From an optimization exercise on the open Yosys and OpenROAD flow, aimed at small area and a short achievable clock period; shortcuts taken in it are not production practice.
Function was checked by simulation only, so behaviour that the tests miss may differ from the original.
Power is estimated from default activity; no workload was simulated.

## run 1
Design chan_decim, start of the top module:
module chan_decim (
    input  wire        clk,
    input  wire        rst,         
    input  wire        bit_valid,
    input  wire        bit_in,
    output wire        out_valid,
    output wire [39:0] out_v
);
    reg rst_r, bv_r, b_r;
    always @(posedge clk) begin
        rst_r <= rst;
        bv_r  <= bit_valid & ~rst;
        b_r   <= bit_in;
    end
    wire        x_pre, x_valid;
    wire [22:0] x;
    cic5_dec32 u_cic (
        .clk(clk), .rst(rst_r),
        .bit_valid(bv_r), .bit_in(b_r),
        .x_pre(x_pre), .x_valid(x_valid), .x(x)
    );
    fir_iron_mac u_fir (
        .clk(clk), .rst(rst_r),
        .x_pre(x_pre), .x_valid(x_valid), .x(x),
        .v_valid(out_valid), .v(out_v)
    );
endmodule
Size in the first run: roughly 4500 cells after synthesis, about 1900 flip-flops, roughly 45 I/O pins, ~59000 um2 of cells after synthesis.
clock: 12.0 ns
lec_check: 0
cap_margin: 20
core_margin: 2
core_utilization: 70
cts_cluster_diameter: 60
cts_cluster_size: 24
slew_margin: 20
standard.sh (not shown) runs the stock make flow with config.mk's settings and CLKGATE_MAP_FILE= SYNTH_SCRIPT=/design/flow/synth_recipe.tcl, a recipe that flattens the netlist after the stock synthesis.
==> flow/flow/run.sh <==
#!/bin/bash
# Standard layout (the standard.sh, standard synthesis unchanged) with
# timing repair aimed at a setup slack margin, so the resizer also works on
# paths that already meet the 12 ns clock. Output goes to flow_make.log.
set -euo pipefail
export SETUP_SLACK_MARGIN=8.3
bash standard.sh > flow_make.log 2>&1
Run 1 completed end to end with timing, DRC and antenna clean.
Changes in run 2 relative to run 1:
# run 1
export LEC_CHECK = 0
export CAP_MARGIN = 20
export CORE_MARGIN = 2
export CORE_UTILIZATION = 70
export CTS_CLUSTER_DIAMETER = 60
export CTS_CLUSTER_SIZE = 24
export SLEW_MARGIN = 20
create_clock -name core_clock -period 12.0 [get_ports {clk}]
# run 2
export LEC_CHECK = 0
export CAP_MARGIN = 20
export CORE_MARGIN = 2
export CORE_UTILIZATION = 65
export CTS_CLUSTER_DIAMETER = 60
export CTS_CLUSTER_SIZE = 24
export SLEW_MARGIN = 20
create_clock -name core_clock -period 12.0 [get_ports {clk}]
Notes after the runs:
Relative to run 1, area overhead of the layout relative to synthesis has increased by 0.19 points in run 2.
Run 2: largest vdd supply drop about 5.4% below run 1
Run 2 -> run 1: final net count flat
> inputs changed (run 2 -> run 3)
# run 2
export LEC_CHECK = 0
export CAP_MARGIN = 20
export CORE_MARGIN = 2
export CORE_UTILIZATION = 65
export CTS_CLUSTER_DIAMETER = 60
export CTS_CLUSTER_SIZE = 24
export SLEW_MARGIN = 20
create_clock -name core_clock -period 12.0 [get_ports {clk}]
# run 3
export LEC_CHECK = 0
export CAP_MARGIN = 20
export CORE_MARGIN = 2
export CORE_UTILIZATION = 70
export CTS_CLUSTER_DIAMETER = 60
export CTS_CLUSTER_SIZE = 24
export SLEW_MARGIN = 20
create_clock -name core_clock -period 12.0 [get_ports {clk}]
--- a/flow/flow/run.sh
+++ b/flow/flow/run.sh
@@ -4,4 +4,4 @@
 # paths that already meet the 12 ns clock. Output goes to flow_make.log.
 set -euo pipefail
-export SETUP_SLACK_MARGIN=8.3
+export SETUP_SLACK_MARGIN=8.6
 bash standard.sh > flow_make.log 2>&1
Results
- Run 3 has more setup slack than run 2.
- Changes observed in run 3 relative to run 2: initial antenna violation count now larger, area growth from synthesis to final layout has increased.
> inputs changed (run 3 -> run 4)
# run 3
export LEC_CHECK = 0
export CAP_MARGIN = 20
export CORE_MARGIN = 2
export CORE_UTILIZATION = 70
export CTS_CLUSTER_DIAMETER = 60
export CTS_CLUSTER_SIZE = 24
export SLEW_MARGIN = 20
create_clock -name core_clock -period 12.0 [get_ports {clk}]
# run 4
export LEC_CHECK = 0
export CAP_MARGIN = 20
export CORE_MARGIN = 2
export CORE_UTILIZATION = 70
export CTS_CLUSTER_DIAMETER = 60
export CTS_CLUSTER_SIZE = 28
export SLEW_MARGIN = 20
create_clock -name core_clock -period 12.0 [get_ports {clk}]
--- a/flow/flow/run.sh
+++ b/flow/flow/run.sh
@@ -4,4 +4,4 @@
 # paths that already meet the 12 ns clock. Output goes to flow_make.log.
 set -euo pipefail
-export SETUP_SLACK_MARGIN=8.6
+export SETUP_SLACK_MARGIN=8.3
 bash standard.sh > flow_make.log 2>&1
Findings:
Per the comparison of run 4 with run 3, maximum frequency now smaller; synthesized-area fraction occupied by and/or/nand/nor cells comparable; non-clock buffer count now smaller; final-layout clock buffer total now smaller. Run 4 went all the way through synthesis, placement and routing and the layout is clean on timing, DRC and antenna. Run 3 → run 4: global-route met1 utilization -0.90 points, flip-flop and latch power closely matched the old numbers, routed via count divided by cell count has remained practically unchanged, critical path depth barely changed. STATUS register-to-register slack: run 4 loses against run 3.
Edits applied to the flow inputs when going from run 4 to run 5:
# run 4
export LEC_CHECK = 0
export CAP_MARGIN = 20
export CORE_MARGIN = 2
export CORE_UTILIZATION = 70
export CTS_CLUSTER_DIAMETER = 60
export CTS_CLUSTER_SIZE = 28
export SLEW_MARGIN = 20
create_clock -name core_clock -period 12.0 [get_ports {clk}]
# run 5
export LEC_CHECK = 0
export CAP_MARGIN = 20
export CORE_MARGIN = 2
export CORE_UTILIZATION = 70
export CTS_CLUSTER_DIAMETER = 50
export CTS_CLUSTER_SIZE = 20
export SLEW_MARGIN = 20
create_clock -name core_clock -period 12.0 [get_ports {clk}]
--- outcome ---
Run 5 consumes more power than run 4 does.
Maximum level of the CTS H-tree: run 5 vs run 4 up 1
[run 5] net count of the finished layout rose 38 relative to run 4
Compared with run 4, in run 5 non-filler instance count after layout grew by 0.63%, routed wire length shows an increase of about 5.6%, via count rose 533, multi-input combinational area share now sits lower.
Termination of the worst setup path: u_fir.c_q[21] -> run 5, u_fir.c_q[23] -> run 4
Run 4 → run 5: share of the clock period used by the worst path after layout went up 0.45 points; area taken by flip-flops and latches held; final instance area rose about 1.2%; maximum frequency from static timing analysis now smaller.

==> separate check: timing with driven ports <==
Ports are ideal in the flow. The routed layouts listed here were re-timed in OpenROAD.
Step 1 (the two cells are an assumption about what drives the block):
set clk [get_ports {clk}]
set_driving_cell -lib_cell sky130_fd_sc_hd__clkbuf_16 $clk
set_driving_cell -lib_cell sky130_fd_sc_hd__buf_2 [delete_from_list [all_inputs] $clk]
Step 2, shift: input delay + t, output delay - t, t = (earliest + latest rising clock arrival at the registers) / 2. This alone moves slack from input paths to output paths.
Three values: no drivers, after step 1, after step 2; two values: the first two.
| run | t, ns | slack for setup (ns) | hold WS [ns] | worst register clock-pin slew, ns | worst slew at a driven data input, ns |
|---|---|---|---|---|---|
| run 1 | 0.755 | 8.292 / 8.272 / 8.292 | 0.298 / 0.298 / 0.298 | 0.10 / 0.10 | 0.03 |
| run 2 | 0.773 | 8.299 / 8.299 / 8.299 | 0.308 / 0.308 / 0.308 | 0.09 / 0.09 | 0.03 |
| run 3 | 0.748 | 8.319 / 8.319 / 8.319 | 0.297 / 0.297 / 0.297 | 0.10 / 0.10 | 0.03 |
| run 4 | 0.743 | 8.268 / 8.268 / 8.268 | 0.296 / 0.296 / 0.296 | 0.11 / 0.11 | 0.03 |
| run 5 | 0.814 | 8.214 / 8.214 / 8.214 | 0.311 / 0.311 / 0.311 | 0.10 / 0.10 | 0.03 |
After both steps setup and hold are still met in every run listed.
